Source: an optimization exercise on an open RTL-to-GDS flow (aim: small area). Production flows keep margins and buffers that such runs may drop. RTL that was checked went through simulation tests only; none was proved equivalent to the original. The RTL of runs 1 and 2 was laid out without a check of its function. No activity file was given, so power comes from the tool's default toggle rates.

==> design.v <==
module chk_unit (
    input  wire [2:0]  alg,
    input  wire [31:0] state,
    input  wire [8:0]  aux,         
    input  wire [31:0] count,
    input  wire        st_right,    
    input  wire        st_split,    
    input  wire        st_left,     
    input  wire        st_ins31,
    input  wire        st_ins15,
    input  wire        crc_bit,     
    input  wire        crc_r,       
    input  wire        cnt_shift,
    input  wire        cnt_ins,
    input  wire        aux_shift,
    input  wire        aux_ins,
    input  wire        alg_load,
    input  wire [2:0]  alg_in,
    output wire [2:0]  alg_n,
    output reg  [31:0] state_n,
    output wire [8:0]  aux_n,
    output wire [31:0] count_n
);
    wire c16 = (alg[1:0] == 2'd1);           
    wire        fb_r  = crc_r & (state[0] ^ crc_bit);
    wire [31:0] rpoly = alg[0] ? 32'h82F6_3B78 : 32'hEDB8_8320;
    wire        fb_l  = (c16 ? state[15] : state[7]) ^ crc_bit;
    integer i;
    always @(*) begin
        state_n = state;
        if (st_right) begin
            state_n = {st_ins31, state[31:1]} ^ ({32{fb_r}} & {1'b0, rpoly[30:0]});
            if (st_split)
                state_n[15] = st_ins15;
        end else if (st_left) begin
            if (c16)
                state_n[15:0] = {state[14:0], 1'b0} ^ (fb_l ? 16'h1021 : 16'h0000);
            else
                state_n[7:0]  = {state[6:0], 1'b0} ^ (fb_l ? 8'h07 : 8'h00);
        end
    end
    assign count_n = cnt_shift ? {cnt_ins, count[31:1]} : count;
    assign aux_n   = aux_shift ? {aux_ins, aux[8:1]} : aux;
    assign alg_n   = alg_load ? alg_in : alg;
endmodule
module chk_block (
    input  wire        clk,
    input  wire        rst,
    input  wire        flr,
    input  wire        req_valid,
    output wire        req_ready,
    input  wire        req_write,
    input  wire        req_host,
    input  wire [7:0]  req_addr,
    input  wire [31:0] req_wdata,
    output wire        rsp_valid,
    output wire [31:0] rsp_rdata
);
    localparam [2:0] OP_CTRL  = 3'd0;
    localparam [2:0] OP_FEED  = 3'd1;
    localparam [2:0] OP_STATE = 3'd2;
    localparam [2:0] OP_AUX   = 3'd3;
    localparam [2:0] OP_COUNT = 3'd4;
    localparam [2:0] OP_RES   = 3'd5;
    reg [8*3-1:0]  r_alg;
    reg [8*32-1:0] r_state;
    reg [8*9-1:0]  r_aux;
    reg [8*32-1:0] r_count;
    reg [2:0]      ptr;
    wire [2:0]  w_alg   = r_alg[23:21];
    wire [31:0] w_state = r_state[255:224];
    wire [8:0]  w_aux   = r_aux[71:63];
    wire [31:0] w_count = r_count[255:224];
    wire w_fl   = w_alg[2];
    wire w_c32  = !w_alg[2] && w_alg[1];
    wire w_c16  = !w_alg[2] && !w_alg[1] && w_alg[0];
    wire w_c8   = !w_alg[2] && !w_alg[1] && !w_alg[0];
    wire w_pend = w_aux[8];
    reg       sw_pend;
    reg       sw_on;
    reg       sw_all;
    reg [4:0] sw_k;
    always @(posedge clk) begin
        if (rst) begin
            sw_pend <= 1'b0;
            sw_on   <= 1'b1;
            sw_all  <= 1'b1;
            sw_k    <= 5'd0;
        end else if (flr) begin
            sw_pend <= 1'b1;
            sw_all  <= sw_all && (sw_on || sw_pend);
        end else if (sw_pend && ptr == 3'd7) begin
            sw_pend <= 1'b0;
            sw_on   <= 1'b1;
            sw_k    <= 5'd0;
        end else if (sw_on && ptr == 3'd7) begin
            sw_k <= sw_k + 5'd1;
            if (sw_k == 5'd31)
                sw_on <= 1'b0;
        end
    end
    wire sw_hit = sw_on && !rst && !flr && (sw_all || ptr[2]);
    wire       is_unit  = (req_addr[7:6] == 2'b01 || req_addr[7:6] == 2'b10)
                          && (req_addr[3] == 1'b0);
    wire       is_stat  = (req_addr == 8'h00);
    wire [2:0] unit_sel = {req_addr[7], req_addr[5:4]};
    wire [2:0] reg_sel  = req_addr[2:0];
    wire       at_unit  = (ptr == unit_sel);
    wire owned_drop = req_write && is_unit && req_host && !unit_sel[2];
    reg        busy;
    reg [2:0]  op;
    reg [2:0]  f_unit;
    reg [31:0] f_data;
    reg [1:0]  f_nb;       
    reg [6:0]  vc;         
    reg        p0;         
    reg        cc;         
    reg        c1, a1, b1;  
    reg        c2, a2, b2;  
    wire quiet = !sw_pend && !sw_on && !flr && !rst;
    wire vis   = busy && (ptr == f_unit);
    wire res_hold  = !req_write && reg_sel == 3'd6 && w_fl && w_pend;
    wire res_start = quiet && !busy && req_valid && is_unit && at_unit && res_hold;
    wire res_take  = vis && op == OP_RES && vc == 7'd64 && req_valid && is_unit &&
                     at_unit && !req_write && reg_sel == 3'd6;
    assign req_ready = quiet && (!is_unit || owned_drop ||
                                 (req_write ? !busy :
                                  ((!busy && at_unit && !res_hold) || res_take)));
    wire accept  = req_valid && req_ready;
    wire unit_wr = accept && req_write && is_unit && !owned_drop && reg_sel != 3'd6;
    wire [4:0] k  = vc[4:0];
    wire [3:0] kk = vc[3:0];
    wire [2:0] pass = vc[6:4];
    wire       p_eff = (vc == 7'd0) ? w_pend : p0;
    wire [1:0] f_m   = p_eff ? ((f_nb == 2'd2) ? 2'd2 : 2'd1)
                             : ((f_nb == 2'd0) ? 2'd0 : (f_nb == 2'd1) ? 2'd1 : 2'd2);
    reg  [6:0] last;
    always @(*) begin
        case (op)
            OP_CTRL:  last = f_data[31] ? 7'd31 : 7'd0;
            OP_AUX:   last = 7'd8;
            OP_RES:   last = 7'd95;
            OP_FEED:  last = !w_fl ? 7'd31 :
                             (f_m == 2'd0) ? 7'd31 : (f_m == 2'd1) ? 7'd47 : 7'd79;
            default:  last = 7'd31;
        endcase
    end
    always @(posedge clk) begin
        if (rst || (flr && f_unit[2])) begin
            busy <= 1'b0;
        end else if (unit_wr && !busy) begin
            busy   <= 1'b1;
            op     <= (reg_sel == 3'd0) ? OP_CTRL  :
                      (reg_sel == 3'd4) ? OP_STATE :
                      (reg_sel == 3'd5) ? OP_AUX   :
                      (reg_sel == 3'd7) ? OP_COUNT : OP_FEED;
            f_unit <= unit_sel;
            f_data <= req_wdata;
            f_nb   <= (reg_sel == 3'd1) ? 2'd0 : (reg_sel == 3'd2) ? 2'd1 : 2'd2;
            vc     <= 7'd0;
        end else if (res_start) begin
            busy   <= 1'b1;
            op     <= OP_RES;
            f_unit <= unit_sel;
            f_data <= w_state;
            vc     <= 7'd0;
        end else if (vis) begin
            vc <= vc + 7'd1;
            if (vc == last)
                busy <= 1'b0;
        end
    end
    function stream;
        input [5:0] idx;
        begin
            if (idx[5:3] == 3'd0)
                stream = w_aux[0];
            else
                stream = f_data[idx - 6'd8];
        end
    endfunction
    wire is_fl_op = (op == OP_FEED && w_fl) || (op == OP_RES && pass < 3'd3);
    wire [1:0] m  = (op == OP_RES) ? 2'd1 : f_m;
    wire s1_on  = is_fl_op && (pass < {m, 1'b0});
    wire s1_add = s1_on && !pass[0];
    wire s2_on  = is_fl_op && (pass != 3'd0) && (pass <= {m, 1'b0});
    wire s2_add = s2_on && pass[0];
    wire [5:0] lo  = {2'b00, (op == OP_RES) ? 1'b0 : ~p_eff} + {3'b000, pass[2:1], 1'b0};
    wire       o1  = (op == OP_RES && kk[3]) ? 1'b0 : sbit;
    wire x1 = w_state[0];
    wire x2 = w_state[16];
    wire kz = (kk == 4'd0);
    wire c1_in = kz ? (s1_add ? 1'b0 : c1) : c1;
    wire z1    = kz ? (a1 & (b1 ^ c1)) : a1;
    wire y1    = !s1_on ? x1 :
                 s1_add ? (x1 ^ o1 ^ c1_in) :
                 (z1 ? 1'b0 : (x1 ^ c1_in));
    wire c2_in = kz ? (s2_add ? 1'b0 : c2) : c2;
    wire z2    = kz ? (a2 & (b2 ^ c2)) : a2;
    wire y2    = !s2_on ? x2 :
                 s2_add ? (x2 ^ y1 ^ c2_in) :
                 (z2 ? 1'b0 : (x2 ^ c2_in));
    always @(posedge clk) begin
        if (vis) begin
            if (s1_on) begin
                c1 <= s1_add ? ((x1 & o1) | (x1 & c1_in) | (o1 & c1_in)) : (x1 & c1_in);
                if (s1_add) begin
                    if (kz) b1 <= y1;
                    a1 <= (kk == 4'd1) ? y1 : (a1 & y1);
                end else
                    a1 <= z1;
            end
            if (s2_on) begin
                c2 <= s2_add ? ((x2 & y1) | (x2 & c2_in) | (y1 & c2_in)) : (x2 & c2_in);
                if (s2_add) begin
                    if (kz) b2 <= y2;
                    a2 <= (kk == 4'd1) ? y2 : (a2 & y2);
                end else
                    a2 <= z2;
            end
        end
    end
    wire [2:0] alg_next = (f_data[2:0] <= 3'd4) ? f_data[2:0] : w_alg;
    wire       init_bit = (alg_next == 3'd2 || alg_next == 3'd3) ||
                          (alg_next == 3'd1 && !k[4]);
    wire       in_width = w_c8 ? (k[4:3] == 2'b00) : w_c16 ? !k[4] : 1'b1;
    wire       crc_step = (op == OP_FEED) && !w_fl && ({1'b0, k} < ({3'b000, f_nb} == 6'd0 ? 6'd8 :
                                                        {3'b000, f_nb} == 6'd1 ? 6'd16 : 6'd32));
    wire       crc_d    = sbit;
    wire       cnt_add  = (k == {3'b000, f_nb}) || (f_nb == 2'd2 && k == 5'd2 && 1'b0);
    wire       nbit     = (f_nb == 2'd0) ? (k == 5'd0) : (f_nb == 2'd1) ? (k == 5'd1) : (k == 5'd2);
    wire       cc_in    = (k == 5'd0) ? 1'b0 : cc;
    wire       cx       = w_count[0];
    always @(posedge clk)
        if (vis && op == OP_FEED)
            cc <= (cx & nbit) | (cx & cc_in) | (nbit & cc_in);
    always @(posedge clk)
        if (vis && vc == 7'd0)
            p0 <= w_pend;
    wire       pend_f  = p_eff ^ (f_nb == 2'd0);
    wire [2:0] f_n     = (f_nb == 2'd0) ? 3'd1 : (f_nb == 2'd1) ? 3'd2 : 3'd4;
    wire [2:0] byte_f  = f_n - {2'b00, !pend_f};
    wire       aux_fl  = (kk == 4'd8) ? pend_f : sbit;
    wire       fl_aux  = (pass == 3'd1);
    wire [5:0] sidx    = is_fl_op ? (fl_aux ? {byte_f, kk[2:0]}
                                            : ({lo[2:0], 3'b000} + {2'b00, kk}))
                                  : ({1'b0, k ^ {2'b00, {3{crc_step && !w_c32}}}} + 6'd8);
    wire       sbit    = stream(sidx);
    wire       fd_k    = sbit;
    reg st_right, st_split, st_left, st_ins31, st_ins15;
    reg cnt_shift, cnt_ins, aux_shift, aux_ins, alg_load;
    reg [2:0] alg_in;
    reg crc_r, crc_bit;
    always @(*) begin
        st_right = 1'b0; st_split = 1'b0; st_left = 1'b0;
        st_ins31 = 1'b0; st_ins15 = 1'b0;
        cnt_shift = 1'b0; cnt_ins = 1'b0;
        aux_shift = 1'b0; aux_ins = 1'b0;
        alg_load = 1'b0; alg_in = alg_next;
        crc_r = 1'b0; crc_bit = crc_d;
        if (sw_hit) begin
            st_right  = 1'b1; st_ins31 = 1'b1;
            cnt_shift = 1'b1; cnt_ins  = 1'b0;
            aux_shift = (sw_k <= 5'd8); aux_ins = 1'b0;
            alg_load  = 1'b1; alg_in   = 3'd2;
        end else if (vis) begin
            case (op)
                OP_CTRL: begin
                    alg_load = (vc == 7'd0);
                    if (f_data[31]) begin
                        st_right  = 1'b1; st_ins31 = init_bit;
                        cnt_shift = 1'b1; cnt_ins  = 1'b0;
                        aux_shift = (k <= 5'd8); aux_ins = 1'b0;
                    end
                end
                OP_STATE: begin
                    st_right = 1'b1;
                    st_ins31 = in_width ? fd_k : w_state[0];
                end
                OP_AUX: begin
                    aux_shift = 1'b1; aux_ins = fd_k;
                end
                OP_COUNT: begin
                    cnt_shift = 1'b1; cnt_ins = fd_k;
                end
                OP_FEED: begin
                    cnt_shift = 1'b1;
                    cnt_ins   = cx ^ nbit ^ cc_in;
                    if (w_fl) begin
                        st_right  = 1'b1; st_split = 1'b1;
                        st_ins31  = y2;   st_ins15 = y1;
                        aux_shift = (vc <= 7'd8) || (fl_aux && kk <= 4'd8);
                        aux_ins   = fl_aux ? aux_fl : w_aux[0];
                        cnt_shift = (vc <= 7'd31);
                    end else if (crc_step) begin
                        if (w_c32) begin
                            st_right = 1'b1; crc_r = 1'b1;
                            st_ins31 = w_state[0] ^ crc_d;
                        end else
                            st_left = 1'b1;
                    end
                end
                default: begin  
                    if (pass < 3'd3) begin
                        st_right  = 1'b1; st_split = 1'b1;
                        st_ins31  = y2;   st_ins15 = y1;
                        aux_shift = (vc <= 7'd8); aux_ins = w_aux[0];
                    end else if (pass >= 3'd4) begin
                        st_right = 1'b1; st_ins31 = fd_k;
                    end
                end
            endcase
        end
    end
    wire [2:0]  n_alg;
    wire [31:0] n_state;
    wire [8:0]  n_aux;
    wire [31:0] n_count;
    chk_unit unit (
        .alg       (w_alg),
        .state     (w_state),
        .aux       (w_aux),
        .count     (w_count),
        .st_right  (st_right),
        .st_split  (st_split),
        .st_left   (st_left),
        .st_ins31  (st_ins31),
        .st_ins15  (st_ins15),
        .crc_bit   (crc_bit),
        .crc_r     (crc_r),
        .cnt_shift (cnt_shift),
        .cnt_ins   (cnt_ins),
        .aux_shift (aux_shift),
        .aux_ins   (aux_ins),
        .alg_load  (alg_load),
        .alg_in    (alg_in),
        .alg_n     (n_alg),
        .state_n   (n_state),
        .aux_n     (n_aux),
        .count_n   (n_count)
    );
    always @(posedge clk) begin
        r_alg   <= {r_alg[20:0],    n_alg};
        r_state <= {r_state[223:0], n_state};
        r_aux   <= {r_aux[62:0],    n_aux};
        r_count <= {r_count[223:0], n_count};
        if (rst)
            ptr <= 3'd0;
        else
            ptr <= ptr + 3'd1;
    end
    reg bad_alg_flag;
    reg unit_owned_flag;
    wire status_clr = accept && req_write && is_stat;
    wire bad_alg    = unit_wr && reg_sel == 3'd0 && (req_wdata[2:0] > 3'd4);
    always @(posedge clk) begin
        if (rst) begin
            bad_alg_flag    <= 1'b0;
            unit_owned_flag <= 1'b0;
        end else begin
            if (bad_alg)
                bad_alg_flag <= 1'b1;
            else if (status_clr && req_wdata[1])
                bad_alg_flag <= 1'b0;
            if (accept && owned_drop)
                unit_owned_flag <= 1'b1;
            else if (status_clr && req_wdata[0])
                unit_owned_flag <= 1'b0;
        end
    end
    wire [31:0] mask = w_c8 ? 32'h0000_00FF : w_c16 ? 32'h0000_FFFF : 32'hFFFF_FFFF;
    reg  [31:0] rd_unit;
    always @(*) begin
        case (reg_sel)
            3'd0:    rd_unit = {29'd0, w_alg};
            3'd4:    rd_unit = w_state & mask;
            3'd5:    rd_unit = {23'd0, w_aux};
            3'd6:    rd_unit = w_c32 ? ~w_state : (w_state & mask);
            3'd7:    rd_unit = w_count;
            default: rd_unit = 32'd0;
        endcase
    end
    assign rsp_valid = accept && !req_write;
    assign rsp_rdata = is_stat ? {30'd0, bad_alg_flag, unit_owned_flag} :
                       is_unit ? rd_unit : 32'd0;
endmodule
==> config.mk <==
export PLATFORM = sky130hd
export DESIGN_NAME = chk_block
export DESIGN_NICKNAME = chk_block
export VERILOG_FILES = /design/flow/design.v
export SDC_FILE = /design/flow/constraint.sdc
export NUM_CORES = 8
export LEC_CHECK = 0
export CAP_MARGIN = 20
export CORE_MARGIN = 2
export CORE_UTILIZATION = 60
export CTS_BUF_LIST = sky130_fd_sc_hd__clkbuf_4
export PLACE_DENSITY = 0.7
export SLEW_MARGIN = 20
==> run.sh <==
#!/bin/bash
# synth_recipe.tcl (not shown) runs the flow's synth.tcl, then flattens the netlist and writes it again
# the make line also repeats each setting of config.mk as NAME=value (left out here)
make -C /OpenROAD-flow-scripts/flow DESIGN_CONFIG=/design/flow/config.mk WORK_HOME=/design/flow/orfs CLKGATE_MAP_FILE= SYNTH_SCRIPT=/design/flow/synth_recipe.tcl finish
==> constraint.sdc <==
create_clock -name core_clock -period 13.0 [get_ports {clk}]
set_input_delay 2.6000 -clock core_clock [delete_from_list [all_inputs] [get_ports {clk}]]
set_output_delay 2.6000 -clock core_clock [all_outputs]
set_load 0.01 [all_outputs]
==> results.cfg, run 1 <==
[cts]
cts_resized = 0
insertion_delay_ns = 0.82
cts_made_buffers = 156
clkSinkCount = 677
ctsRootBufferMaster = sky130_fd_sc_hd__clkbuf_4
htree_num_levels = 4
cts_buffer_depth = 3
tritoncts = done
clkSlewWorstSetupHoldPaths_ns = 0.07
cts_setup_buffers = 0
hold_buf_cts = 0

[finish]
nNetsFinal = 1854
layout.cells.non_filler = 2343
area_growth_syn_to_layout_pct = 15.8
ratio_of_cells_with_drive_above_1_in_the_final_layout_pct = 18.8

[grt]
grt_antenna_before_repair = 2
grt_usage_pct = 24.2
grt_remaining_overflow = 0
grt_pass1_wl_mm = 65.5
first_global_vias = 12300
grt_max_degree = 61

[placement]
finalWeightedCongestion = 0.875
place_hpwl_mm = 27.3
number_of_i_o_port_buffers = 79
placedCellCount = 2065

[sta]
setup-tns-final_ns = 0
timing.final.max_slew_violations = 0
final.min_clock_period_ns = 8.36
worst-slew-pin-transition_ns = 1.04
rsz0062_at_grt = false
fin_skew_ns = 0.0397
finalSetupViolations = 0
final-hold-violation-count = 0
achievable-frequency_mhz = 120
max-slew-margin-rel_pct = 31.0
fin_crit_sh_pct = 64.3

[drt]
detailroute.via_count = 12300
routed_via_density = 5.23
dr_pass1_iterations = 6
post_drt_wl_per_cell_um = 17.6
drt_iter0_markers = 682
detail_route.wirelength_mm = 41.3
final_antenna_net_count = 0
remaining_drc_errors = 0

[synthesis]
syn_avg_cell_area_sq_um = 12.5
yosysTopAreaCell = sky130_fd_sc_hd__dfxtp_1
leading_post_synthesis_cells_by_instance_count = sky130_fd_sc_hd__dfxtp_1, sky130_fd_sc_hd__nand2_1, sky130_fd_sc_hd__nor2_1
mappedNetlistNets = 1682
ys_top_cells_by_area = sky130_fd_sc_hd__dfxtp_1, sky130_fd_sc_hd__edfxtp_1, sky130_fd_sc_hd__nand2_1
synthMostInstantiatedCell = sky130_fd_sc_hd__dfxtp_1
synth_top_cell_area_share_pct = 62.1
synthesis.yosys.warnings = 2
seq_area_frac_synth_pct = 70.3
synthCells = 1610
synth-seq-cells = 677
synth.distinct_cells = 82
async_flop_share_pct = 0
synth_enable_flop_cells = 55
ys.flop_type = sky130_fd_sc_hd__dfxtp_1
syn-cell-area_sq_um = 20100

[power_and_ir_drop]
max_rail_drop_vdd_mv = 0.126
power.static_leakage_nw = 9.48
power.density_nw_per_um2 = 175

[setup_path]
worst_setup_path_start_kind = input pin
worst_setup_startpoint = req_addr[2]
cp_cell_sequence = clkdlybuf4s50_1 -> and3b_1 -> buf_4 -> nor2b_1 -> nand4_1 -> o32ai_1 -> nor2_1 -> nor2_1 -> and3b_1 -> clkdlybuf4s50_1
crit_arrival_ns = 5.76
setup.worst_path.end_class = output port
worst_path_largest_cell_delay_ns = 0.96
cp.required_ns = 10.40
critical_path.slowest_cell = sky130_fd_sc_hd__clkdlybuf4s50_1
critical_path_buf_inv_count = 3
timing.critical_path.max_delay_family = buffers and inverters
worst-setup-path-type = in2out
largest_fanout_on_the_critical_path = 33
regToRegStartpoint = vc[1]$_SDFFCE_PP0P_

[floorplanning]
num_rows = 66
chipHeight_um = 187
die-width_um = 187
dieArea_sq_um = 34900
num_io_pins = 80
design.core.area_sq_um = 32700
starting_density_pct = 61.3

[worst_hold_path]
hp-class = reg2reg
worst_hold_startpoint = r_aux[11]$_DFF_P_

[run]
max_capacitance_violation_count = 0

[status]
status = no timing/DRC/antenna violations
-- flip-flops by register name (all words and copies together), names as in the netlist, 2 cells and up --
signal   count
f_unit       3
r_state    256
vc           7
op           3
f_data      32
sw_k         5
r_aux       72
ptr          3
r_count    256
r_alg       24
f_nb         2
-- kinds of logic (layout without fill, tap and decap cells) --
| group | count (synthesis) | count (layout) | share of synthesized area, % |
|---|---|---|---|
| xor+xnor | 53 | 53 | 2.42 |
| flops | 677 | 677 | 70.3 |
| simple gates | 405 | 405 | 9.36 |
| mux | 95 | 95 | 5.56 |
| compound gates | 248 | 248 | 8.35 |
| other cells | 0 | 1 | 0 |
| fa+ha+maj | 26 | 26 | 1.73 |
| buf+inv | 106 | 396 | 2.26 |
-- power breakdown --
group,switching (W),total (W),internal [W],leakage (nW)
sequential,0.0000652,0.00229,0.00222,5.60
clock,0.000766,0.00166,0.000898,1.20
combinational,0.0000634,0.000119,0.0000559,2.68
-- worst paths after layout --
path	to	slack [ns]	cells past startpoint
hold / removal	r_aux[20]$_DFF_P_	0.30	0
setup / recovery	rsp_valid	4.64	10
hold reg to reg	r_aux[20]$_DFF_P_	0.30	0
setup reg to reg	r_state[31]$_DFF_P_	5.36	32
-- worst register-to-register path, delay by kind of cell (launching register included) --
kind                     cells  cell delay [ns]
buffers and inverters        3             0.63
multiplexers                 4             1.06
adder cells (fa/ha/maj)      6             1.79
AND/OR/NAND/NOR              6             1.49
flip-flops                   1             0.35
AO/OA/AOI/OAI               13             2.19
-- per-stage QoR --
step / hold WS, ns / total power (W) / util (%) / area, sq um / worst slack [ns]
final: 0.299 / 0.00407 / 71.0 / 23200 / 4.64
after global routing: 0.286 / 0.00425 / 71.0 / 23200 / 4.41
after CTS: 0.291 / 0.00412 / 71.0 / 23200 / 4.42
after detailed placement: 0.312 / 0.00245 / 64.7 / 21200 / 4.42
after global placement: 0.310 / 0.00244 / 64.7 / 21200 / 4.63
after floorplan: 0.310 / 0.00238 / - / 20100 / 4.10
-- cells in the final DEF (no fill, tap or decap), types with 23 or more instances in the layout --
cell                              Yosys  routed
sky130_fd_sc_hd__dfxtp_1            622     622
sky130_fd_sc_hd__clkbuf_4             0     238
sky130_fd_sc_hd__nand2_1            180     179
sky130_fd_sc_hd__nor2_1             101     101
sky130_fd_sc_hd__clkdlybuf4s50_1      0      79
sky130_fd_sc_hd__a21oi_1             75      74
sky130_fd_sc_hd__edfxtp_1            55      55
sky130_fd_sc_hd__mux2_2              51      51
sky130_fd_sc_hd__o21ai_0             52      51
sky130_fd_sc_hd__mux2i_1             36      36
sky130_fd_sc_hd__xor2_1              29      29
sky130_fd_sc_hd__clkinv_1             2      25
sky130_fd_sc_hd__inv_1               23      23
sky130_fd_sc_hd__ha_1                23      23
-- layout make-up --
cell class	count	area, sq um
antenna	1	2.50
inverter	25	93.8
clock inverter	38	263
clock buffer	238	1790
fill	2404	9470
multi-input combinational	827	5520
timing repair buffer	95	911
sequential	677	14100
tap	442	553
-- per-layer routing --
layer / vias up / share of wire [%] / track usage, %
met5: - / 0.092 / 0
met4: 2 / 2.3 / 9.71
met3: 80 / 5.3 / 5.70
met2: 347 / 46 / 37.5
met1: 5884 / 47 / 33.1
li1: 5943 / - / -
==> run 2: changes to the inputs <==
--- a/config.mk
+++ b/config.mk
@@ -10,3 +10,4 @@
 export CORE_UTILIZATION = 60
-export CTS_BUF_LIST = sky130_fd_sc_hd__clkbuf_4
+export CTS_BUF_LIST = sky130_fd_sc_hd__clkbuf_8
+export CTS_CLUSTER_SIZE = 30
 export PLACE_DENSITY = 0.7
==> run 2 against run 1 <==
Against the previous run:
- sequential power barely moved
- fmax fell by 0.11%
- register-to-register slack got worse by 0.03 ns
- clock-buffer cell count fell by 114
- highest routed layer is now met4
==> results.cfg, run 2 <==
[status]
status = no timing/DRC/antenna violations

[power_and_ir_drop]
power.density_nw_per_um2 = 177
max_rail_drop_vdd_mv = 0.140
power.static_leakage_nw = 9.45

[sta]
final.min_clock_period_ns = 8.37
max-slew-margin-rel_pct = 29.8
finalSetupViolations = 0
fin_skew_ns = 0.0260
worst-slew-pin-transition_ns = 1.05
setup-tns-final_ns = 0
final-hold-violation-count = 0
fin_crit_sh_pct = 64.4
achievable-frequency_mhz = 119
timing.final.ws_setup_ns = 4.63
timing.final.max_slew_violations = 0
rsz0062_at_grt = false

[placement]
place_hpwl_mm = 27.3
finalWeightedCongestion = 0.875
pre_cts_slack_ns = 4.42
number_of_i_o_port_buffers = 79

[grt]
grt_usage_pct = 24.2
grt_max_degree = 61
grt_antenna_before_repair = 0
grt_pass1_wl_mm = 65.4
grt_remaining_overflow = 0
first_global_vias = 11800

[synthesis]
synthMostInstantiatedCell = sky130_fd_sc_hd__dfxtp_1
syn_avg_cell_area_sq_um = 12.5
synth.distinct_cells = 82
synth_top_family_by_area = simple AND/OR/NAND/NOR gates
seq_area_frac_synth_pct = 70.3
synth_top_cell_area_share_pct = 62.1
yosys.area_share.simple_pct = 9.36
synth-compound-area-share_pct = 8.35
synthesis.yosys.warnings = 2
async_flop_share_pct = 0
yosysTopAreaCell = sky130_fd_sc_hd__dfxtp_1
synthCells = 1610
mappedNetlistNets = 1682
synth_adder_area_share_pct = 1.73
synth_enable_flop_cells = 55
synth_mux_area_share_pct = 5.56
ys_top_cells_by_area = sky130_fd_sc_hd__dfxtp_1, sky130_fd_sc_hd__edfxtp_1, sky130_fd_sc_hd__nand2_1
leading_post_synthesis_cells_by_instance_count = sky130_fd_sc_hd__dfxtp_1, sky130_fd_sc_hd__nand2_1, sky130_fd_sc_hd__nor2_1
syn-cell-area_sq_um = 20100
synth-xor-area-share_pct = 2.42
ys.flop_type = sky130_fd_sc_hd__dfxtp_1
synth-seq-cells = 677

[floorplanning]
die-width_um = 187
starting_density_pct = 61.3
num_rows = 66
dieArea_sq_um = 34900
design.core.area_sq_um = 32700
num_io_pins = 80
chipHeight_um = 187

[drt]
post_drt_wl_per_cell_um = 18.6
detail_route.wirelength_mm = 41.6
dr_pass1_iterations = 6
drt_iter0_markers = 930
routed_via_density = 5.30
final_antenna_net_count = 0
detailroute.via_count = 11900
remaining_drc_errors = 0

[finish]
layout.cells.most_common = sky130_fd_sc_hd__dfxtp_1
area_growth_syn_to_layout_pct = 15.9
ratio_of_cells_with_drive_above_1_in_the_final_layout_pct = 14.2
mostFrequentLayoutCells = sky130_fd_sc_hd__dfxtp_1, sky130_fd_sc_hd__nand2_1, sky130_fd_sc_hd__clkbuf_8
reg.largest.list = r_count: 256 flops, r_state: 256 flops, r_aux: 72 flops
diodes = 0
nNetsFinal = 1795

[setup_path]
worst_setup_path_start_kind = input pin
worst_path_largest_cell_delay_ns = 0.96
worst-setup-path-type = in2out
critical_path_buf_inv_count = 3
critical_path.slowest_cell = sky130_fd_sc_hd__clkdlybuf4s50_1
r2r-end = r_state[31]$_DFF_P_
regToRegStartpoint = vc[1]$_SDFFCE_PP0P_
largest_fanout_on_the_critical_path = 33
cp_cell_sequence = clkdlybuf4s50_1 -> and3b_1 -> buf_4 -> nor2b_1 -> nand4_1 -> o32ai_1 -> nor2_1 -> nor2_1 -> and3b_1 -> clkdlybuf4s50_1
timing.critical_path.max_delay_family = buffers and inverters
cp.required_ns = 10.40
crit_arrival_ns = 5.77
rrSetupSlack_ns = 5.33
setup.worst_path.end_class = output port
r2r_depth = 30

[cts]
ctsRootBufferMaster = sky130_fd_sc_hd__clkbuf_8
cts_buffer_depth = 3
insertion_delay_ns = 0.67
tritoncts = done
htree_num_levels = 3
hold_buf_cts = 0
clkSinkCount = 677
cts_made_buffers = 97
cts_setup_buffers = 0
cts_resized = 0
clkSlewWorstSetupHoldPaths_ns = 0.07

[run]
max_capacitance_violation_count = 0

[worst_hold_path]
cells_on_worst_hold_path = 0
worst_hold_startpoint = r_state[122]$_DFF_P_
hp-class = reg2reg
worst_hold_path.endpoint = r_state[154]$_DFF_P_
run 2: cell counts after synthesis:
No cell type changed its count.
run 2: power by group:
part	internal (W)	switching (W)	total, W
Clock	0.000929	0.000782	0.00171
Sequential	0.00222	0.0000657	0.00229
Combinational	0.0000559	0.0000639	0.000120
Total	0.00321	0.000911	0.00412
run 2: worst max-delay path by stage:
stage / start / end / slack [ns] / cells past startpoint
3_3_place_gp: req_addr[1] / rsp_rdata[22] / 4.63 / 7
5_1_grt: req_addr[1] / rsp_rdata[26] / 4.38 / 8
3_5_place_dp: req_addr[1] / rsp_rdata[19] / 4.42 / 7
6_report: req_addr[2] / rsp_valid / 4.63 / 10
2_1_floorplan: req_addr[1] / vc[0]$_SDFFCE_PP0P_ / 4.10 / 7
4_1_cts: req_addr[1] / rsp_rdata[19] / 4.42 / 7
run 2: layout make-up:
type	count	area, sq um
clock buffer	124	1710
clock inverter	51	358
fill	2332	9460
inverter	25	93.8
multi-input combinational	827	5520
sequential	677	14100
tap	442	553
timing repair buffer	95	911
run 2: metal layers:
| metal | GRT usage, % | vias up | wire, um |
|---|---|---|---|
| li1 | - | 5752 | - |
| met1 | 33.8 | 5701 | 19400 |
| met2 | 37.1 | 352 | 18800 |
| met3 | 4.88 | 78 | 2260 |
| met4 | 9.80 | 0 | 1120 |
| met5 | 0 | - | 0 |
run 2: logic make-up (layout without fill, tap and decap cells):
group	after synthesis	in the layout
compound gates	248	248
xor+xnor	53	53
fa+ha+maj	26	26
buf+inv	106	295
flops	677	677
mux	95	95
simple gates	405	405
run 2: worst reg2reg max path, delay by kind of cell (launching register included):
kind                       cells  cell delay [ns]
buffers and inverters          4             0.79
adders and majority gates      5             1.75
and+or+nand+nor                4             1.16
AOI/OAI and AO/OA             14             2.60
muxes                          3             0.89
DFF                            1             0.35
run 2: metrics by stage:
stage	std cells	hold WS, ns	power (W)	utilization (%)	cell area [sq um]
3_3_place_gp	2065	0.310	0.00244	64.7	21200
2_1_floorplan	1610	0.310	0.00238	-	20100
3_5_place_dp	2065	0.312	0.00245	64.7	21200
4_1_cts	2240	0.308	0.00416	71.0	23200
6_report	2241	0.305	0.00412	71.1	23200
5_1_grt	2241	0.318	0.00427	71.1	23200
==> run 3: changes to the inputs <==
--- a/design.v
+++ b/design.v
@@ -181,2 +181,3 @@
     endfunction
+    wire fd_k = f_data[k];
     wire is_fl_op = (op == OP_FEED && w_fl) || (op == OP_RES && pass < 3'd3);
@@ -188,3 +189,3 @@
     wire [5:0] lo  = {2'b00, (op == OP_RES) ? 1'b0 : ~p_eff} + {3'b000, pass[2:1], 1'b0};
-    wire       o1  = (op == OP_RES && kk[3]) ? 1'b0 : sbit;
+    wire       o1  = (op == OP_RES && kk[3]) ? 1'b0 : stream({lo[2:0], 3'b000} + {2'b00, kk});
     wire x1 = w_state[0];
@@ -228,3 +229,3 @@
                                                         {3'b000, f_nb} == 6'd1 ? 6'd16 : 6'd32));
-    wire       crc_d    = sbit;
+    wire       crc_d    = f_data[k ^ {2'b00, {3{!w_c32}}}];
     wire       cnt_add  = (k == {3'b000, f_nb}) || (f_nb == 2'd2 && k == 5'd2 && 1'b0);
@@ -242,9 +243,3 @@
     wire [2:0] byte_f  = f_n - {2'b00, !pend_f};
-    wire       aux_fl  = (kk == 4'd8) ? pend_f : sbit;
-    wire       fl_aux  = (pass == 3'd1);
-    wire [5:0] sidx    = is_fl_op ? (fl_aux ? {byte_f, kk[2:0]}
-                                            : ({lo[2:0], 3'b000} + {2'b00, kk}))
-                                  : ({1'b0, k ^ {2'b00, {3{crc_step && !w_c32}}}} + 6'd8);
-    wire       sbit    = stream(sidx);
-    wire       fd_k    = sbit;
+    wire       aux_fl  = (k == 5'd8) ? pend_f : stream({byte_f, k[2:0]});
     reg st_right, st_split, st_left, st_ins31, st_ins15;
@@ -291,4 +286,3 @@
                         st_ins31  = y2;   st_ins15 = y1;
-                        aux_shift = (vc <= 7'd8) || (fl_aux && kk <= 4'd8);
-                        aux_ins   = fl_aux ? aux_fl : w_aux[0];
+                        aux_shift = (vc <= 7'd8); aux_ins = aux_fl;
                         cnt_shift = (vc <= 7'd31);
--- a/config.mk
+++ b/config.mk
@@ -9,6 +9,4 @@
 export CORE_MARGIN = 2
-export CORE_UTILIZATION = 60
-export CTS_BUF_LIST = sky130_fd_sc_hd__clkbuf_8
-export CTS_CLUSTER_SIZE = 30
-export PLACE_DENSITY = 0.7
+export CORE_UTILIZATION = 30
+export PLACE_DENSITY = 0.5
 export SLEW_MARGIN = 20
==> run 3 against run 2 <==
Against the previous run:
- still clean
- total power increased by 1.7%
- sequential share of layout area fell by 1.9 points
- register-to-register slack improved by 1.3 ns
- final cell count is 14% higher
- combinational power shrank 18%
- routed wire length up 6.8%
- core utilization shrank 35 points
- global-route usage down 11 points
- via count decreased by 3.8%
- die area grew 97%
- clock-buffer cell count down 38
- flip-flop and latch count is the same
- critical endpoint is now rsp_rdata[9]
- largest power group unchanged
- highest routed layer unchanged
==> results.cfg, run 3 <==
[grt]
grt_remaining_overflow = 0
grt_usage_pct = 12.9
grt_antenna_before_repair = 0
grt_max_degree = 44
first_global_vias = 11000
grt_pass1_wl_mm = 67.4

[setup_path]
worst_path_largest_cell_delay_ns = 0.76
worst-setup-path-type = in2out
crit_arrival_ns = 5.55
largest_fanout_on_the_critical_path = 17
r2r_depth = 25
cp.required_ns = 10.40
cpMostUsedCell = sky130_fd_sc_hd__nor2_1
setup.worst_path.end_class = output port
critical_path.slowest_cell = sky130_fd_sc_hd__clkdlybuf4s50_1
cp_cell_sequence = clkdlybuf4s50_1 -> nor2_1 -> nand2_1 -> nor2_1 -> a222oi_1 -> nor2_1 -> clkdlybuf4s50_1
worst_setup_path_start_kind = input pin

[drt]
final_antenna_net_count = 0
routed_via_density = 4.47
detail_route.wirelength_mm = 44.4
post_drt_wl_per_cell_um = 17.4
detailroute.via_count = 11400
dr_pass1_iterations = 7
drt_iter0_markers = 714
remaining_drc_errors = 0

[sta]
worst-slew-pin-transition_ns = 0.958
achievable-frequency_mhz = 123
fin_skew_ns = 0.0202
rsz0062_at_grt = false
final-hold-violation-count = 0
timing.final.max_slew_violations = 0
fin_crit_sh_pct = 62.7
max-slew-margin-rel_pct = 36.1
finalSetupViolations = 0
setup-tns-final_ns = 0
final.min_clock_period_ns = 8.15

[cts]
clkSinkCount = 677
clkSlewWorstSetupHoldPaths_ns = 0.07
insertion_delay_ns = 0.59
cts_resized = 0
tritoncts = done
ctsRootBufferMaster = sky130_fd_sc_hd__clkbuf_16
hold_buf_cts = 0
cts_made_buffers = 66
htree_num_levels = 3
cts_setup_buffers = 0
cts_buffer_depth = 3

[synthesis]
synth-seq-cells = 677
syn-cell-area_sq_um = 20000
yosysTopAreaCell = sky130_fd_sc_hd__dfxtp_1
synthMostInstantiatedCell = sky130_fd_sc_hd__dfxtp_1
syn_avg_cell_area_sq_um = 12.9
async_flop_share_pct = 0
synth_enable_flop_cells = 55
synthesis.yosys.warnings = 2
synth_top_cell_area_share_pct = 62.2
synthCells = 1548
mappedNetlistNets = 1615
synth.distinct_cells = 86
ys.flop_type = sky130_fd_sc_hd__dfxtp_1
leading_post_synthesis_cells_by_instance_count = sky130_fd_sc_hd__dfxtp_1, sky130_fd_sc_hd__nand2_1, sky130_fd_sc_hd__nor2_1
seq_area_frac_synth_pct = 70.5
ys_top_cells_by_area = sky130_fd_sc_hd__dfxtp_1, sky130_fd_sc_hd__edfxtp_1, sky130_fd_sc_hd__mux2_2

[floorplanning]
design.core.area_sq_um = 65900
num_io_pins = 80
die-width_um = 262
starting_density_pct = 30.4
num_rows = 94
chipHeight_um = 262
dieArea_sq_um = 68800

[placement]
place_hpwl_mm = 31.0
number_of_i_o_port_buffers = 79
finalWeightedCongestion = 0.842

[worst_hold_path]
cells_on_worst_hold_path = 0
hp-class = reg2reg

[finish]
area_growth_syn_to_layout_pct = 19.9
reg.largest.list = r_count: 256 flops, r_state: 256 flops, r_aux: 72 flops
utilization_pct = 36.4
nNetsFinal = 1710
ratio_of_cells_with_drive_above_1_in_the_final_layout_pct = 14.8
fillerInstances = 6312
mostFrequentLayoutCells = sky130_fd_sc_hd__dfxtp_1, sky130_fd_sc_hd__nand2_1, sky130_fd_sc_hd__nor2_1
layout.cells.most_common = sky130_fd_sc_hd__dfxtp_1

[power_and_ir_drop]
max_rail_drop_vdd_mv = 0.0830
power.static_leakage_nw = 9.07
power.density_nw_per_um2 = 175

[status]
status = no timing/DRC/antenna violations

[run]
max_capacitance_violation_count = 0
run 3: changes by cell type after synthesis, moves of 7 or more:
cell | before | now
sky130_fd_sc_hd__or3_1 | 3 | 15
sky130_fd_sc_hd__o21ai_1 | 1 | 8
sky130_fd_sc_hd__xor2_1 | 29 | 7
sky130_fd_sc_hd__clkbuf_1 | 56 | 48
sky130_fd_sc_hd__nand3_1 | 15 | 28
sky130_fd_sc_hd__xnor2_1 | 22 | 30
sky130_fd_sc_hd__mux2_2 | 51 | 80
sky130_fd_sc_hd__a21oi_1 | 75 | 52
sky130_fd_sc_hd__mux2i_1 | 36 | 29
sky130_fd_sc_hd__nand2_1 | 180 | 118
run 3: final cells by class:
| type | count | area [sq um] | area share, % |
|---|---|---|---|
| Antenna cell | 1 | 2.50 | 0.0104 |
| Clock buffer | 86 | 1870 | 7.80 |
| Clock inverter | 32 | 368 | 1.53 |
| Inverter | 30 | 113 | 0.470 |
| Multi-Input combinational cell | 770 | 5490 | 22.9 |
| Sequential cell | 677 | 14100 | 58.8 |
| Tap cell | 864 | 1080 | 4.51 |
| Timing Repair Buffer | 98 | 953 | 3.98 |
run 3: cell families (layout without fill, tap and decap cells):
| family | after synthesis | in the layout | share of synthesized area [%] |
|---|---|---|---|
| AO/OA/AOI/OAI | 225 | 225 | 7.61 |
| XOR/XNOR | 38 | 38 | 1.76 |
| adder cells (fa/ha/maj) | 22 | 22 | 1.48 |
| buffers and inverters | 101 | 246 | 2.17 |
| flip-flops | 677 | 677 | 70.5 |
| multiplexers | 127 | 127 | 7.96 |
| other | 0 | 1 | 0 |
| AND/OR/NAND/NOR | 358 | 358 | 8.52 |
run 3: worst max-delay path: cells and delay by family:
family / cells / cell delay [ns]
AO/OA/AOI/OAI: 1 / 0.17
buffers and inverters: 2 / 1.31
AND/OR/NAND/NOR: 4 / 1.46
run 3: where the power goes:
group	switching [W]	internal [W]	total [W]
Combinational	0.0000545	0.0000443	0.0000988
Clock	0.000779	0.00115	0.00192
Sequential	0.0000253	0.00214	0.00217
run 3: metrics by stage:
| step | total power (W) | cells | setup WS, ns | hold WS, ns | instance area, sq um |
|---|---|---|---|---|---|
| after detailed placement | 0.00231 | 2438 | 4.87 | 0.312 | 21700 |
| after global routing | 0.00435 | 2557 | 4.68 | 0.320 | 24000 |
| after floorplan | 0.00226 | 1548 | 6.17 | 0.310 | 20000 |
| final | 0.00419 | 2558 | 4.85 | 0.310 | 24000 |
| after global placement | 0.00231 | 2438 | 4.91 | 0.310 | 21700 |
| after CTS | 0.00425 | 2556 | 4.87 | 0.314 | 23900 |
run 3: final timing paths:
path / startpoint / end / slack, ns
worst max-delay path: req_addr[1] / rsp_rdata[9] / 4.85
worst min-delay path: r_count[106]$_DFF_P_ / r_count[138]$_DFF_P_ / 0.31
worst max register to register: vc[1]$_SDFFCE_PP0P_ / r_state[31]$_DFF_P_ / 6.61
worst min register to register: r_count[106]$_DFF_P_ / r_count[138]$_DFF_P_ / 0.31
run 3: metal layers:
metal  vias to the layer above  global-route usage (%)  wire [um]
met5                         -                       0          0
met4                         0                    4.85       1200
met3                        70                    2.32       1840
met1                      5566                    16.6      20200
met2                       251                    21.4      21200
li1                       5549                       -          -
==> run 4: changes to the inputs <==
--- a/design.v
+++ b/design.v
@@ -123,3 +123,3 @@
     wire res_start = quiet && !busy && req_valid && is_unit && at_unit && res_hold;
-    wire res_take  = vis && op == OP_RES && vc == 7'd64 && req_valid && is_unit &&
+    wire res_take  = vis && op == OP_RES && vc == 7'd48 && req_valid && is_unit &&
                      at_unit && !req_write && reg_sel == 3'd6;
@@ -164,3 +164,2 @@
             f_unit <= unit_sel;
-            f_data <= w_state;
             vc     <= 7'd0;
@@ -181,11 +180,13 @@
     endfunction
-    wire fd_k = f_data[k];
-    wire is_fl_op = (op == OP_FEED && w_fl) || (op == OP_RES && pass < 3'd3);
-    wire [1:0] m  = (op == OP_RES) ? 2'd1 : f_m;
-    wire s1_on  = is_fl_op && (pass < {m, 1'b0});
+    wire is_res   = (op == OP_RES);
+    wire is_fl_op = (op == OP_FEED && w_fl) || is_res;
+    wire [1:0] m  = f_m;
+    wire s1_on  = is_res ? (pass <= 3'd1 || pass >= 3'd4) : (is_fl_op && (pass < {m, 1'b0}));
     wire s1_add = s1_on && !pass[0];
-    wire s2_on  = is_fl_op && (pass != 3'd0) && (pass <= {m, 1'b0});
+    wire s2_on  = is_res ? (pass != 3'd0 && pass != 3'd5)
+                         : (is_fl_op && (pass != 3'd0) && (pass <= {m, 1'b0}));
     wire s2_add = s2_on && pass[0];
-    wire [5:0] lo  = {2'b00, (op == OP_RES) ? 1'b0 : ~p_eff} + {3'b000, pass[2:1], 1'b0};
-    wire       o1  = (op == OP_RES && kk[3]) ? 1'b0 : stream({lo[2:0], 3'b000} + {2'b00, kk});
+    wire undo   = is_res && (pass >= 3'd3);
+    wire [5:0] lo  = is_res ? 6'd0 : ({5'b00000, ~p_eff} + {3'b000, pass[2:1], 1'b0});
+    wire       o1  = ((is_res && kk[3]) ? 1'b0 : sbit) ^ undo;
     wire x1 = w_state[0];
@@ -197,3 +198,4 @@
                  s1_add ? (x1 ^ o1 ^ c1_in) :
-                 (z1 ? 1'b0 : (x1 ^ c1_in));
+                 (z1 ? (undo & p0) : (x1 ^ c1_in));
+    wire o2    = y1 ^ undo;
     wire c2_in = kz ? (s2_add ? 1'b0 : c2) : c2;
@@ -201,4 +203,4 @@
     wire y2    = !s2_on ? x2 :
-                 s2_add ? (x2 ^ y1 ^ c2_in) :
-                 (z2 ? 1'b0 : (x2 ^ c2_in));
+                 s2_add ? (x2 ^ o2 ^ c2_in) :
+                 (z2 ? (undo & cc) : (x2 ^ c2_in));
     always @(posedge clk) begin
@@ -214,3 +216,3 @@
             if (s2_on) begin
-                c2 <= s2_add ? ((x2 & y1) | (x2 & c2_in) | (y1 & c2_in)) : (x2 & c2_in);
+                c2 <= s2_add ? ((x2 & o2) | (x2 & c2_in) | (o2 & c2_in)) : (x2 & c2_in);
                 if (s2_add) begin
@@ -229,3 +231,3 @@
                                                         {3'b000, f_nb} == 6'd1 ? 6'd16 : 6'd32));
-    wire       crc_d    = f_data[k ^ {2'b00, {3{!w_c32}}}];
+    wire       crc_d    = sbit;
     wire       cnt_add  = (k == {3'b000, f_nb}) || (f_nb == 2'd2 && k == 5'd2 && 1'b0);
@@ -235,7 +237,12 @@
     always @(posedge clk)
-        if (vis && op == OP_FEED)
-            cc <= (cx & nbit) | (cx & cc_in) | (nbit & cc_in);
+        if (vis) begin
+            if (is_res) begin
+                if (pass == 3'd1)
+                    cc <= (kz ? 1'b1 : cc) & x2;
+            end else
+                cc <= (cx & nbit) | (cx & cc_in) | (nbit & cc_in);
+        end
     always @(posedge clk)
-        if (vis && vc == 7'd0)
-            p0 <= w_pend;
+        if (vis && (is_res ? (pass == 3'd0) : (vc == 7'd0)))
+            p0 <= is_res ? ((kz ? 1'b1 : p0) & x1) : w_pend;
     wire       pend_f  = p_eff ^ (f_nb == 2'd0);
@@ -243,3 +250,9 @@
     wire [2:0] byte_f  = f_n - {2'b00, !pend_f};
-    wire       aux_fl  = (k == 5'd8) ? pend_f : stream({byte_f, k[2:0]});
+    wire       aux_fl  = (kk == 4'd8) ? pend_f : sbit;
+    wire       fl_aux  = (pass == 3'd1);
+    wire [5:0] sidx    = is_fl_op ? (fl_aux ? {byte_f, kk[2:0]}
+                                            : ({lo[2:0], 3'b000} + {2'b00, kk}))
+                                  : ({1'b0, k ^ {2'b00, {3{crc_step && !w_c32}}}} + 6'd8);
+    wire       sbit    = stream(sidx);
+    wire       fd_k    = sbit;
     reg st_right, st_split, st_left, st_ins31, st_ins15;
@@ -286,3 +299,4 @@
                         st_ins31  = y2;   st_ins15 = y1;
-                        aux_shift = (vc <= 7'd8); aux_ins = aux_fl;
+                        aux_shift = (vc <= 7'd8) || (fl_aux && kk <= 4'd8);
+                        aux_ins   = fl_aux ? aux_fl : w_aux[0];
                         cnt_shift = (vc <= 7'd31);
@@ -297,9 +311,6 @@
                 default: begin  
-                    if (pass < 3'd3) begin
-                        st_right  = 1'b1; st_split = 1'b1;
-                        st_ins31  = y2;   st_ins15 = y1;
-                        aux_shift = (vc <= 7'd8); aux_ins = w_aux[0];
-                    end else if (pass >= 3'd4) begin
-                        st_right = 1'b1; st_ins31 = fd_k;
-                    end
+                    st_right  = 1'b1; st_split = 1'b1;
+                    st_ins31  = y2;   st_ins15 = y1;
+                    aux_shift = (pass == 3'd0 || pass == 3'd4) && kk <= 4'd8;
+                    aux_ins   = w_aux[0];
                 end
@@ -364,17 +375,14 @@
     end
-    wire [31:0] mask = w_c8 ? 32'h0000_00FF : w_c16 ? 32'h0000_FFFF : 32'hFFFF_FFFF;
-    reg  [31:0] rd_unit;
-    always @(*) begin
-        case (reg_sel)
-            3'd0:    rd_unit = {29'd0, w_alg};
-            3'd4:    rd_unit = w_state & mask;
-            3'd5:    rd_unit = {23'd0, w_aux};
-            3'd6:    rd_unit = w_c32 ? ~w_state : (w_state & mask);
-            3'd7:    rd_unit = w_count;
-            default: rd_unit = 32'd0;
-        endcase
-    end
+    wire sel_s  = is_unit && (reg_sel == 3'd4 || reg_sel == 3'd6);
+    wire inv    = w_c32 && reg_sel[1];
+    wire sel_c  = is_unit && reg_sel == 3'd7;
+    wire sel_a  = is_unit && reg_sel == 3'd5;
+    wire sel_g  = is_unit && reg_sel == 3'd0;
+    wire en_mid = sel_s && !w_c8;
+    wire en_hi  = sel_s && !w_c8 && !w_c16;
+    wire [31:0] s_en  = {{16{en_hi}}, {8{en_mid}}, {8{sel_s}}};
+    wire [31:0] rd_small = {23'd0, w_aux & {9{sel_a}}} | {29'd0, w_alg & {3{sel_g}}} |
+                        {30'd0, {bad_alg_flag, unit_owned_flag} & {2{is_stat}}};
     assign rsp_valid = accept && !req_write;
-    assign rsp_rdata = is_stat ? {30'd0, bad_alg_flag, unit_owned_flag} :
-                       is_unit ? rd_unit : 32'd0;
+    assign rsp_rdata = ((w_state ^ {32{inv}}) & s_en) | (w_count & {32{sel_c}}) | rd_small;
 endmodule
--- a/config.mk
+++ b/config.mk
@@ -9,4 +9,7 @@
 export CORE_MARGIN = 2
-export CORE_UTILIZATION = 30
-export PLACE_DENSITY = 0.5
+export CORE_UTILIZATION = 60
+export CTS_BUF_LIST = sky130_fd_sc_hd__clkbuf_16
+export CTS_CLUSTER_DIAMETER = 60
+export CTS_CLUSTER_SIZE = 25
+export PLACE_DENSITY = 0.7
 export SLEW_MARGIN = 20
==> run 4 against run 3 <==
Against the previous run:
- combinational power decreased by 21%
- clock skew about the same
- via count fell by 7.5%
- final area shrank 9.4%
- critical path type unchanged
- critical endpoint is now rsp_rdata[6]
- largest cell class unchanged
- largest power group unchanged
==> results.cfg, run 4 <==
[sta]
max-slew-margin-rel_pct = 32.3
fin_crit_sh_pct = 65.4
timing.final.max_slew_violations = 0
worst-slew-pin-transition_ns = 1.01
finalSetupViolations = 0
achievable-frequency_mhz = 118
fin_skew_ns = 0.0197
final.min_clock_period_ns = 8.50
final-hold-violation-count = 0
rsz0062_at_grt = false
timing.final.ws_setup_ns = 4.50
setup-tns-final_ns = 0

[floorplanning]
num_rows = 65
chipHeight_um = 184
dieArea_sq_um = 33900
starting_density_pct = 61.4
design.core.area_sq_um = 31700
die-width_um = 184
num_io_pins = 80

[grt]
grt_remaining_overflow = 0
first_global_vias = 10300
grt_max_degree = 62
grt_usage_pct = 21.4
grt_pass1_wl_mm = 56.4
grt_antenna_before_repair = 0

[finish]
fillerInstances = 2267
mostFrequentLayoutCells = sky130_fd_sc_hd__dfxtp_1, sky130_fd_sc_hd__nand2_1, sky130_fd_sc_hd__clkdlybuf4s50_1
reg.largest.list = r_count: 256 flops, r_state: 256 flops, r_aux: 72 flops
diodes = 0
layout.area.seq_sq_um = 14100
multiInputGateArea_sq_um = 5020
area_growth_syn_to_layout_pct = 11.6
ratio_of_cells_with_drive_above_1_in_the_final_layout_pct = 9.19
layout.cells.non_filler = 1980
layout.cells.most_common = sky130_fd_sc_hd__dfxtp_1
nNetsFinal = 1634

[cts]
cts_buffer_depth = 3
ctsRootBufferMaster = sky130_fd_sc_hd__clkbuf_16
cts_made_buffers = 37
insertion_delay_ns = 0.55
cts_setup_buffers = 0
htree_num_levels = 2
cts_resized = 0
tritoncts = done
clkSinkCount = 677
hold_buf_cts = 0
clkSlewWorstSetupHoldPaths_ns = 0.09

[setup_path]
largest_fanout_on_the_critical_path = 32
worst_setup_path_start_kind = input pin
critical_path.slowest_cell = sky130_fd_sc_hd__clkdlybuf4s50_1
timing.critical_path.max_delay_family = buffers and inverters
r2r_depth = 31
crit_arrival_ns = 5.90
critical_path_buf_inv_count = 2
rrSetupSlack_ns = 5.15
regToRegStartpoint = vc[0]$_SDFFCE_PP0P_
worst-setup-path-type = in2out
cp_cell_sequence = clkdlybuf4s50_1 -> nand2_2 -> xnor2_1 -> nor2_1 -> a211oi_1 -> clkdlybuf4s50_1
r2r-end = r_state[31]$_DFF_P_
cpMostUsedCell = sky130_fd_sc_hd__clkdlybuf4s50_1
cp.required_ns = 10.40
worst_path_largest_cell_delay_ns = 1.01
setup.worst_path.end_class = output port

[synthesis]
synth-xor-area-share_pct = 3.72
mappedNetlistNets = 1561
synthMostInstantiatedCell = sky130_fd_sc_hd__dfxtp_1
synthesis.yosys.warnings = 2
synth-compound-area-share_pct = 7.66
synth_top_cell_area_share_pct = 64.0
synth.distinct_cells = 90
synth_top_family_by_area = simple AND/OR/NAND/NOR gates
async_flop_share_pct = 0
ys.flop_type = sky130_fd_sc_hd__dfxtp_1
leading_post_synthesis_cells_by_instance_count = sky130_fd_sc_hd__dfxtp_1, sky130_fd_sc_hd__nand2_1, sky130_fd_sc_hd__nor2_1
synthCells = 1489
syn_avg_cell_area_sq_um = 13.1
yosys.area_share.simple_pct = 8.09
syn-cell-area_sq_um = 19500
synth-seq-cells = 677
synth_mux_area_share_pct = 4.28
synth_enable_flop_cells = 55
ys_top_cells_by_area = sky130_fd_sc_hd__dfxtp_1, sky130_fd_sc_hd__edfxtp_1, sky130_fd_sc_hd__mux2_2
synth_adder_area_share_pct = 1.84
seq_area_frac_synth_pct = 72.5
yosysTopAreaCell = sky130_fd_sc_hd__dfxtp_1

[drt]
post_drt_wl_per_cell_um = 18.0
final_antenna_net_count = 0
detail_route.wirelength_mm = 35.6
dr_pass1_iterations = 5
routed_via_density = 5.34
detailroute.via_count = 10600
remaining_drc_errors = 0
drt_iter0_markers = 605

[placement]
number_of_i_o_port_buffers = 79
placedCellCount = 1925
pre_cts_slack_ns = 4.48
finalWeightedCongestion = 0.923
place_hpwl_mm = 24.1

[run]
max_capacitance_violation_count = 0

[worst_hold_path]
worst_hold_path.endpoint = r_aux[11]$_DFF_P_
hp-class = reg2reg
worst_hold_startpoint = r_aux[2]$_DFF_P_
cells_on_worst_hold_path = 0

[power_and_ir_drop]
power.density_nw_per_um2 = 159
power.static_leakage_nw = 8.42
max_rail_drop_vdd_mv = 0.144

[status]
status = no timing/DRC/antenna violations
## run 4: cell families after synthesis
group	Yosys count
and+or+nand+nor	324
buffers and inverters	88
xor gates and xnor gates	81
adders and majority gates	27
AOI/OAI and AO/OA	220
muxes	72
DFF	677
## run 4: how the worst max path moves through the flow
stage	from	to	slack, ns	depth (start not counted)
6_report	req_addr[1]	rsp_rdata[6]	4.50	6
5_1_grt	req_addr[1]	rsp_rdata[4]	4.24	6
4_1_cts	req_addr[1]	rsp_rdata[6]	4.45	6
3_5_place_dp	req_addr[1]	rsp_rdata[6]	4.48	6
3_3_place_gp	req_addr[7]	rsp_rdata[0]	4.50	9
2_1_floorplan	req_addr[6]	rsp_rdata[21]	6.23	8
## run 4: power breakdown
part | internal (W) | switching, W
logic | 0.0000390 | 0.0000394
registers | 0.00214 | 0.0000207
clock network | 0.000552 | 0.000658
## run 4: per-stage QoR
stage	hold WS [ns]	area, sq um	utilization [%]	power [W]
2_1_floorplan	0.310	19500	-	0.00225
6_report	0.321	21700	68.5	0.00345
3_5_place_dp	0.312	20600	65.0	0.00229
5_1_grt	0.320	21700	68.5	0.00357
3_3_place_gp	0.310	20600	64.9	0.00229
4_1_cts	0.318	21700	68.5	0.00348
## run 4: layout make-up
cell class,count,share of cell area [%]
Inverter,36,0.622
Sequential cell,677,64.9
Clock inverter,17,0.777
Tap cell,402,2.32
Clock buffer,38,4.38
Multi-Input combinational cell,724,23.1
Timing Repair Buffer,86,3.88
## run 4: metal layers
metal  track usage, %  wire length, um  vias up
met5                0                0        -
met4             6.30              796        0
met3             2.94             1480       64
met2             33.3            15800      228
met1             31.5            17600     5081
li1                 -                -     5202
==> run 5: changes to the inputs <==
--- a/config.mk
+++ b/config.mk
@@ -10,5 +10,5 @@
 export CORE_UTILIZATION = 60
-export CTS_BUF_LIST = sky130_fd_sc_hd__clkbuf_16
-export CTS_CLUSTER_DIAMETER = 60
-export CTS_CLUSTER_SIZE = 25
+export CTS_BUF_LIST = sky130_fd_sc_hd__clkbuf_8
+export CTS_CLUSTER_DIAMETER = 50
+export CTS_CLUSTER_SIZE = 20
 export PLACE_DENSITY = 0.7
==> run 5 against run 4 <==
Against the previous run:
- still clean
- first-iteration DRC count rose by 19%
- combinational power barely moved
- clock skew rose by 0.00068 ns
- via count fell by 1.0%
- synthesized area did not move
- fmax barely moved
- clock power fell by 15%
- largest cell class unchanged
==> results.cfg, run 5 <==
[cts]
cts_made_buffers = 45
cts_setup_buffers = 0
ctsRootBufferMaster = sky130_fd_sc_hd__clkbuf_8
cts_resized = 0
tritoncts = done
clkSinkCount = 677
clkSlewWorstSetupHoldPaths_ns = 0.11
cts_buffer_depth = 3
hold_buf_cts = 0
insertion_delay_ns = 0.59
htree_num_levels = 2

[floorplanning]
design.core.area_sq_um = 31700
num_io_pins = 80
num_rows = 65
die-width_um = 184
dieArea_sq_um = 33900
chipHeight_um = 184
starting_density_pct = 61.4

[power_and_ir_drop]
fin_total_pwr_w = 0.00328
power.static_leakage_nw = 8.33
max_rail_drop_vdd_mv = 0.118
power.density_nw_per_um2 = 152

[setup_path]
cpMostUsedCell = sky130_fd_sc_hd__clkdlybuf4s50_1
largest_fanout_on_the_critical_path = 32
crit_arrival_ns = 5.89
r2r_depth = 31
critical_path.slowest_cell = sky130_fd_sc_hd__clkdlybuf4s50_1
r2r-end = r_state[31]$_DFF_P_
worst_path_largest_cell_delay_ns = 1.01
worst-setup-path-type = in2out
cp.required_ns = 10.40
cp_cell_sequence = clkdlybuf4s50_1 -> nand2_2 -> xnor2_1 -> nor2_1 -> a211oi_1 -> clkdlybuf4s50_1
rrSetupSlack_ns = 5.17
setup.worst_path.end_class = output port
regToRegStartpoint = vc[0]$_SDFFCE_PP0P_
worst_setup_path_start_kind = input pin

[grt]
grt_pass1_wl_mm = 55.4
first_global_vias = 10300
grt_remaining_overflow = 0
grt_usage_pct = 21.1
grt_antenna_before_repair = 0
grt_max_degree = 62

[drt]
final_antenna_net_count = 0
remaining_drc_errors = 0
routed_via_density = 5.25
detail_route.wirelength_mm = 35.1
post_drt_wl_per_cell_um = 17.6
detailroute.via_count = 10500
dr_pass1_iterations = 5
drt_iter0_markers = 719

[finish]
mostFrequentLayoutCells = sky130_fd_sc_hd__dfxtp_1, sky130_fd_sc_hd__nand2_1, sky130_fd_sc_hd__clkdlybuf4s50_1
postLayoutCellArea_sq_um = 21500
multiInputGateArea_sq_um = 5020
layout.area.seq_sq_um = 14100
diodes = 0
fillerInstances = 2301
area_growth_syn_to_layout_pct = 10.4
layout.cells.most_common = sky130_fd_sc_hd__dfxtp_1
nNetsFinal = 1642
layout.cells.non_filler = 1992
ratio_of_cells_with_drive_above_1_in_the_final_layout_pct = 9.75
reg.largest.list = r_count: 256 flops, r_state: 256 flops, r_aux: 72 flops

[synthesis]
synthesis.yosys.warnings = 2
async_flop_share_pct = 0
ys_top_cells_by_area = sky130_fd_sc_hd__dfxtp_1, sky130_fd_sc_hd__edfxtp_1, sky130_fd_sc_hd__mux2_2
yosysTopAreaCell = sky130_fd_sc_hd__dfxtp_1
synth_enable_flop_cells = 55
seq_area_frac_synth_pct = 72.5
synth-seq-cells = 677
synth_top_cell_area_share_pct = 64.0
synthMostInstantiatedCell = sky130_fd_sc_hd__dfxtp_1
synthCells = 1489
syn-cell-area_sq_um = 19500
synth.distinct_cells = 90
ys.flop_type = sky130_fd_sc_hd__dfxtp_1
mappedNetlistNets = 1561
syn_avg_cell_area_sq_um = 13.1
leading_post_synthesis_cells_by_instance_count = sky130_fd_sc_hd__dfxtp_1, sky130_fd_sc_hd__nand2_1, sky130_fd_sc_hd__nor2_1

[sta]
finalSetupViolations = 0
max-slew-margin-rel_pct = 32.2
setup-tns-final_ns = 0
fin_crit_sh_pct = 65.3
final.min_clock_period_ns = 8.49
rsz0062_at_grt = false
timing.final.ws_setup_ns = 4.51
final-hold-violation-count = 0
achievable-frequency_mhz = 118
fin_skew_ns = 0.0204
worst-slew-pin-transition_ns = 1.01
timing.final.max_slew_violations = 0

[run]
max_capacitance_violation_count = 0

[placement]
placedCellCount = 1925
place_hpwl_mm = 24.1
finalWeightedCongestion = 0.923
pre_cts_slack_ns = 4.48
number_of_i_o_port_buffers = 79
dpl-instance-area_sq_um = 20600

[worst_hold_path]
hp-class = reg2reg
worst_hold_path.endpoint = r_aux[55]$_DFF_P_
worst_hold_startpoint = r_aux[46]$_DFF_P_
cells_on_worst_hold_path = 0

[status]
status = no timing/DRC/antenna violations
==> run 5: critical path: cells and delay by family <==
kind,cells,cell delay [ns]
compound gates,1,0.37
xor+xnor,1,0.42
buf+inv,2,1.62
simple gates,2,0.86
==> run 5: kinds of logic (layout without fill, tap and decap cells) <==
kind of cell	after synthesis	after routing	share of synthesized area, %
DFF	677	677	72.5
and+or+nand+nor	324	324	8.09
buffers and inverters	88	189	1.95
xor gates and xnor gates	81	81	3.72
muxes	72	72	4.28
adders and majority gates	27	27	1.84
AOI/OAI and AO/OA	220	220	7.66
==> run 5: layer usage <==
layer / global-route usage, % / up-vias / part of all wire, %
li1: - / 5214 / -
met1: 30.6 / 4985 / 49
met2: 32.8 / 210 / 44
met3: 3.14 / 57 / 4.0
met4: 6.50 / 0 / 2.3
met5: 0 / - / 0
==> run 5: layout make-up <==
| type | instances | share of cell area, % |
|---|---|---|
| flip-flops and latches | 677 | 65.6 |
| clock buffers | 49 | 3.14 |
| inverters | 36 | 0.629 |
| well taps | 402 | 2.34 |
| clock inverters | 18 | 0.995 |
| repair buffers | 86 | 3.92 |
| multi-input cells | 724 | 23.4 |
==> run 5: worst max path at each step <==
stage	start	end	slack (ns)
after CTS	req_addr[1]	rsp_rdata[6]	4.45
after floorplan	req_addr[6]	rsp_rdata[21]	6.23
after global routing	req_addr[1]	rsp_rdata[4]	4.24
final	req_addr[1]	rsp_rdata[7]	4.51
after detailed placement	req_addr[1]	rsp_rdata[6]	4.48
after global placement	req_addr[7]	rsp_rdata[0]	4.50
==> run 5: power breakdown <==
part           internal, W  switching (W)  total [W]
Combinational    0.0000390      0.0000397  0.0000787
Clock             0.000418       0.000612    0.00103
Sequential         0.00215      0.0000206    0.00217
==> run 5: metrics by stage <==
step / util (%) / hold slack (ns)
after global routing: 67.8 / 0.319
after global placement: 64.9 / 0.310
after floorplan: - / 0.310
after detailed placement: 65.0 / 0.312
final: 67.8 / 0.312
after CTS: 67.8 / 0.314

==> separate check: timing with driven ports <==
In the flow no input, the clock included, has a driving cell. The finished layouts below were timed again as built, in two steps. Step 1: set_driving_cell puts a clkbuf_16 on clk and a buf_2 on each other input, an assumption about the parent block. Step 2 also shifts input and output timing later by t, the mid clock arrival at the registers, as if the neighbouring blocks saw the same clock. Slacks: no drivers / after step 1 / after step 2; pairs: no drivers / after step 1.
run | shift t [ns] | setup slack, ns | slew at the worst register clock pin (ns) | worst slew at a driven data input, ns | pins driven straight from the clock port
run 1 | 0.849 | 4.637 / 4.606 / 4.606 | 0.08 / 0.08 | 0.04 | 1
run 2 | 0.706 | 4.628 / 4.597 / 4.597 | 0.07 / 0.07 | 0.04 | 1
run 3 | 0.637 | 4.849 / 4.825 / 4.825 | 0.07 / 0.07 | 0.08 | 1
run 4 | 0.595 | 4.500 / 4.449 / 4.449 | 0.09 / 0.09 | 0.05 | 1
run 5 | 0.627 | 4.506 / 4.456 / 4.456 | 0.11 / 0.11 | 0.05 | 1
After both steps every run listed still meets setup and hold. The setup slack of run 4, which loses most, moves by -0.051 ns with the drivers and by -0.051 ns with both steps.
